This is an optimization exercise on Yosys and OpenROAD, whose aim is a short achievable clock period and few clock cycles per item, not a production implementation. Function was checked by simulation only, so behaviour that the tests miss may differ from the original.

[design/flow/config.mk]
export PLATFORM = sky130hd
export DESIGN_NAME = cell_screen
export DESIGN_NICKNAME = cell_screen
export VERILOG_FILES = /design/flow/design.v
export SDC_FILE = /design/flow/constraint.sdc
export NUM_CORES = 4
export LEC_CHECK = 0
export CAP_MARGIN = 20
export CORE_MARGIN = 2
export CORE_UTILIZATION = 40
export SLEW_MARGIN = 20
[design/flow/constraint.sdc]
create_clock -name core_clock -period 20.0 [get_ports {clk}]
set_input_delay 4.0000 -clock core_clock [delete_from_list [all_inputs] [get_ports {clk}]]
set_output_delay 4.0000 -clock core_clock [all_outputs]
set_load 0.01 [all_outputs]
[design/flow/design.v]
module cell_screen (
    input  wire               clk,
    input  wire               rst,
    input  wire               tone_we,
    input  wire [7:0]         tone_addr,
    input  wire [11:0]        tone_data,
    input  wire [11:0]        lev1,
    input  wire [11:0]        lev2,
    input  wire [11:0]        lev3,
    input  wire               in_valid,
    output wire               in_ready,
    input  wire [7:0]         in_pix,
    input  wire signed [15:0] in_err,
    input  wire               in_miss,
    input  wire               in_last,
    input  wire signed [15:0] in_inl,
    input  wire signed [15:0] in_inr,
    output wire               out_valid,
    input  wire               out_ready,
    output wire [1:0]         out_level,
    output wire signed [15:0] out_err,
    output wire               out_last,
    output wire signed [15:0] out_el,
    output wire signed [15:0] out_er
);
    reg [11:0] tone [0:255];
    always @(posedge clk) begin
        if (tone_we)
            tone[tone_addr] <= tone_data;
    end
    reg               s_valid;
    reg        [7:0]  s_pix;
    reg signed [15:0] s_err;
    reg               s_miss;
    reg               s_last;
    reg signed [15:0] s_inl;
    reg signed [15:0] s_inr;
    wire fire;
    assign in_ready = !s_valid || fire;
    always @(posedge clk) begin
        if (rst) begin
            s_valid <= 1'b0;
        end else if (in_ready) begin
            s_valid <= in_valid;
        end
        if (in_ready && in_valid) begin
            s_pix  <= in_pix;
            s_err  <= in_err;
            s_miss <= in_miss;
            s_last <= in_last;
            s_inl  <= in_inl;
            s_inr  <= in_inr;
        end
    end
    reg               first;      
    reg signed [17:0] carry;      
    reg signed [18:0] rddr;       
    reg               p_valid;    
    reg        [1:0]  p_level;
    reg signed [18:0] p_acc;      
    reg signed [15:0] r_el;       
    function signed [15:0] clamp16;
        input signed [20:0] v;
        begin
            if (v > 21'sd32767)
                clamp16 = 16'sh7fff;
            else if (v < -21'sd32768)
                clamp16 = 16'sh8000;
            else
                clamp16 = v[15:0];
        end
    endfunction
    wire signed [20:0] e_sum = s_err
                             + (first  ? s_inl : carry)
                             + (s_last ? s_inr : 16'sd0);
    wire signed [15:0] e_use = clamp16(e_sum);
    wire        [11:0] t     = tone[s_pix];
    wire signed [18:0] u     = $signed({7'd0, t}) + e_use;
    wire signed [19:0] u2    = u <<< 1;
    reg         [1:0]  k;
    reg         [11:0] levk;
    always @(*) begin
        if (s_miss || u2 <= $signed({8'd0, lev1}))
            k = 2'd0;
        else if (u2 <= $signed({7'd0, {1'b0, lev1} + {1'b0, lev2}}))
            k = 2'd1;
        else if (u2 <= $signed({7'd0, {1'b0, lev2} + {1'b0, lev3}}))
            k = 2'd2;
        else
            k = 2'd3;
        case (k)
            2'd0:    levk = 12'd0;
            2'd1:    levk = lev1;
            2'd2:    levk = lev2;
            default: levk = lev3;
        endcase
    end
    wire signed [18:0] e    = u - $signed({7'd0, levk});
    wire signed [21:0] e7   = e * 7;
    wire signed [21:0] e3   = e * 3;
    wire signed [21:0] e5   = e * 5;
    wire signed [18:0] dr0  = e7 >>> 4;
    wire signed [18:0] ddl  = e3 >>> 4;
    wire signed [18:0] dd0  = e5 >>> 4;
    wire signed [18:0] ddr  = e - dr0 - ddl - dd0;
    wire signed [18:0] dr   = s_miss ? dr0 + dd0 : dr0;
    wire signed [18:0] dd   = s_miss ? 19'sd0 : dd0;
    wire signed [20:0] fin_prev = p_acc + ddl;            
    wire signed [18:0] ddr_in   = first ? 19'sd0 : rddr;  
    wire signed [20:0] fin_cur  = ddr_in + dd;            
    wire signed [18:0] er       = dr + ddr;
    wire signed [15:0] el       = first ? ddl[15:0] : r_el;
    reg  [1:0]  q_level [0:1];
    reg  [15:0] q_err   [0:1];
    reg         q_last  [0:1];
    reg  [15:0] q_el    [0:1];
    reg  [15:0] q_er    [0:1];
    reg         q_head;
    reg  [1:0]  q_count;
    wire        emit_prev = p_valid;    
    wire        emit_cur  = s_last;     
    wire [1:0]  need      = {1'b0, emit_prev} + {1'b0, emit_cur};
    assign fire = s_valid && ({1'b0, q_count} + {1'b0, need} <= 3'd2);
    wire pop = out_ready && (q_count != 2'd0);
    assign out_valid = (q_count != 2'd0);
    assign out_level = q_level[q_head];
    assign out_err   = q_err[q_head];
    assign out_last  = q_last[q_head];
    assign out_el    = q_el[q_head];
    assign out_er    = q_er[q_head];
    wire       tail0 = q_head ^ q_count[0];        
    wire       tail1 = ~tail0;
    wire [1:0] npush = fire ? need : 2'd0;
    always @(posedge clk) begin
        if (rst) begin
            first   <= 1'b1;
            p_valid <= 1'b0;
            q_head  <= 1'b0;
            q_count <= 2'd0;
        end else begin
            if (fire) begin
                first   <= s_last;
                p_valid <= !s_last;
                p_level <= k;
                p_acc   <= ddr_in + dd;
                carry   <= dr[17:0];
                rddr    <= ddr;
                if (first)
                    r_el <= ddl[15:0];
            end
            if (pop)
                q_head <= ~q_head;
            q_count <= q_count + npush - {1'b0, pop};
        end
    end
    always @(posedge clk) begin
        if (fire && emit_prev) begin
            q_level[tail0] <= p_level;
            q_err[tail0]   <= clamp16(fin_prev);
            q_last[tail0]  <= 1'b0;
            q_el[tail0]    <= 16'd0;
            q_er[tail0]    <= 16'd0;
        end
        if (fire && emit_cur) begin
            q_level[emit_prev ? tail1 : tail0] <= k;
            q_err[emit_prev ? tail1 : tail0]   <= clamp16(fin_cur);
            q_last[emit_prev ? tail1 : tail0]  <= 1'b1;
            q_el[emit_prev ? tail1 : tail0]    <= el;
            q_er[emit_prev ? tail1 : tail0]    <= er[15:0];
        end
    end
endmodule
[design/flow/run.sh]
#!/bin/bash
# synth_recipe.tcl (not shown) runs the flow's synth.tcl, then flattens the netlist and writes it again
# the make line also repeats each setting of config.mk as NAME=value (left out here)
make -C /OpenROAD-flow-scripts/flow DESIGN_CONFIG=/design/flow/config.mk WORK_HOME=/design/flow/orfs CLKGATE_MAP_FILE= SYNTH_SCRIPT=/design/flow/synth_recipe.tcl finish
==> results.txt <==
## layer usage
layer	global-route usage [%]	share of wire [%]	up-vias
met4	4.63	2.3	20
li1	-	-	29700
met3	3.10	6.7	476
met2	32.2	48	2602
met5	0	0.036	-
met1	28.3	43	37800
## cell families after synthesis
kind of cell	Yosys count	share of synthesized area (%)
flops	3321	70.9
mux	1123	17.2
simple gates	870	2.84
buf+inv	590	1.61
compound gates	569	2.80
fa+ha+maj	343	3.48
xor+xnor	187	1.18
## final timing paths
kind,start,end,depth (start not counted)
worst max-delay path,first$_SDFFE_PP1P_,q_er[0][15]$_SDFFCE_PN0P_,79
worst min register to register,s_pix[1]$_DFFE_PP_,flop,1
worst min-delay path,s_pix[1]$_DFFE_PP_,flop,1
worst max register to register,first$_SDFFE_PP1P_,q_er[0][15]$_SDFFCE_PN0P_,79
## metrics by stage
stage	utilization, %	cell area, µm²	setup WS, ns	hold slack [ns]
after floorplan	-	140000	2.55	0.448
after global placement	42.7	149000	0.479	0.456
after detailed placement	42.8	150000	0.396	0.467
after CTS	46.0	161000	0.771	0.479
after global routing	46.0	161000	0.0748	0.493
final	46.0	161000	1.45	0.474
## layout by cell type, fill, tap and decap left out, types with 53 or more instances in the layout
cell type,n
edfxtp_1,3304
buf_4,245
o21bai_1,53
fa_1,80
mux4_2,1020
mux2_2,73
nor2_1,282
ha_1,262
o21ai_0,100
nor2_2,152
clkbuf_16,349
clkinv_1,74
a21oi_1,148
clkbuf_1,73
clkinv_2,61
nand2_1,143
nor2b_1,57
clkdlybuf4s50_1,159
inv_1,267
xnor2_1,128
xor2_1,55
## registers in the layout, indices dropped and copies added, names as in the netlist, 2 cells and up, named ones only
register,count
tone,3072
q_el,32
q_er,32
q_err,32
p_acc,19
rddr,19
carry,18
r_el,16
s_err,16
s_inl,16
s_inr,16
s_pix,8
q_level,4
p_level,2
q_count,2
q_last,2
## cell type report
type	instances	area share, %
multi-input combinational	3092	24.3
clock buffer	424	5.62
tap	4599	3.58
inverter	268	0.626
timing repair buffer	459	2.76
clock inverter	200	1.19
sequential	3321	61.9
antenna	3	0.00467
## synth_stat cells, drive strengths merged, types with 38 or more instances
library cell	n
a21o	45
a21oi	153
and2	38
buf	85
clkbuf	237
edfxtp	3304
fa	80
ha	262
inv	268
mux2	74
mux4	1020
nand2	147
nand3	45
nor2	435
nor2b	58
o21ai	110
o21bai	53
xnor2	132
xor2	55
## critical path: cells and delay by family (launching register included)
kind                       cells  cell delay, ns
AOI/OAI and AO/OA             33            6.91
adders and majority gates     13            4.96
and+or+nand+nor               21            3.68
buffers and inverters          8            0.93
xor gates and xnor gates       3            0.81
DFF                            1            0.54
muxes                          1            0.41
## what timing repair did
action,CTS,global route
hold buffers,0,0
resized for setup,0,8
buffers inserted,0,7
endpoints found under the setup margin,0,2
hold endpoints to repair,0,0
==> results.txt <==
* Run status: finished clean
* Mapped Cells at 7003
* Synth top area share at 70.7%
* Final Critical Period at 18.55 ns
* Die H at 596 µm
* Post-DRT Antenna Nets at 0
* Worst Setup End Kind: flop
* Post-Place Cells at 11.7k
* Grt total ovfl at 0
* Net count after synthesis at 7464
* Vias in the first global route at 70.9k
* DR pass1 iterations at 6
* DR iter-0 viols at 7474
* Clock transition at path regs at 0.06 ns
* Post-Route WL at 356 mm
* Clk_skew at 0.0833 ns
* Pins Over Slew Limit at 0
* DRC at 0
* GR Util All Layers at 19.8%
* Max cap viols at 0
* Dpl hpwl at 227 mm
* Slew margin rel. at 21.8%
* Sink Count at 3321
* Largest net degree at the start of global routing at 140
* Worst slew pin tran at 1.17 ns
* Port bufs at 171
* Via Count at 70.5k
* Number of fill cells in the layout at 28.8k
* Initial Util at 40.2%
* Synthesized area at 140000 µm²
* CP Max Fanout at 15
* Worst endpoint required time at 20.63 ns
* EDFF count, synth at 3304
* Max Buffers Root-to-Sink at 4
* Fmax at 0.0539 GHz
* Synth unique cells at 105
* Total CTS buffers at 343
* Syn Area/Cell at 20.0 µm²
* Setup CP Type: flop to flop
* Final setup fails at 0
* Hold Crit Class: flop to flop
* Sequential share of the synthesized area at 70.9%
* Fin nets at 7946
* Setup_tns at 0 ns
* Asr flop ratio synth at 0%
* Post-synth top area cell: edfxtp_1
* Fin cells at 12.4k
* Die W at 596 µm
* Top cells by area, synth: edfxtp_1 71%, mux4_2 16%, ha_1 2.3%
* Layout cells sized above 1 at 26.9%
* Final hold vios at 0
* Clock Latency Late Sink at 0.95 ns
* Flops & latches, synth at 3321
* Worst path max stage delay at 0.74 ns
* Initial antenna violation count at 21
* R2r setup slk at 1.45 ns
* Core Region at 349000 µm²
* Crit path launch type: flop
* Worst Path Arrival at 19.18 ns
* Most used cell, CP: ha_1
* IO Count at 172
* Number of cell rows at 217
* Clk root buf: clkbuf_16
* GPL Wtd Cong at 0.864
* Crit-path slowest cell: or4b_2
* DIE AREA at 356000 µm²
* FF+latch area at 99600 µm²
* CTS tree: done
* CTS H-tree lvls at 5
* Multi-input gate area at 39000 µm²
* RSZ-0062 raised after global routing: no
* Area delta synth->final at 14.5%
* YS warnings at 1
* Fin crit share at 92.8%
* First-pass GRT wire length at 514 mm
* Wire per inst at 28.8 µm
* Post-synth top flop: edfxtp_1
* Via density per instance at 5.70
Testbench counts, summed over its fixed seeds: cycles 190,344, items 190,272.

[what the ideal ports hide]
The flow's constraints put no driver on any port. The routed layout listed below was extracted and timed again, unchanged, in two steps. Step 1: set_driving_cell puts a clkbuf_16 on clk and a buf_2 on each other input, an assumption about the parent block. Step 2, shift: input delay + t, output delay - t, t = (earliest + latest rising clock arrival at the registers) / 2. This alone moves slack from input paths to output paths. Slacks: ideal ports / drivers / drivers and shift; pairs: ideal ports / drivers.
shift t [ns]: 1.012
setup WS [ns]: 1.450 / 1.450 / 0.633
latest minus earliest clock arrival (ns): 0.089 / 0.090
worst data-port slew with drivers (ns): 0.17
pins driven straight from the clock port: 1
After both steps this run still meets setup and hold. The setup slack of this run moves by 0.000 ns with the drivers and by -0.817 ns with both steps.
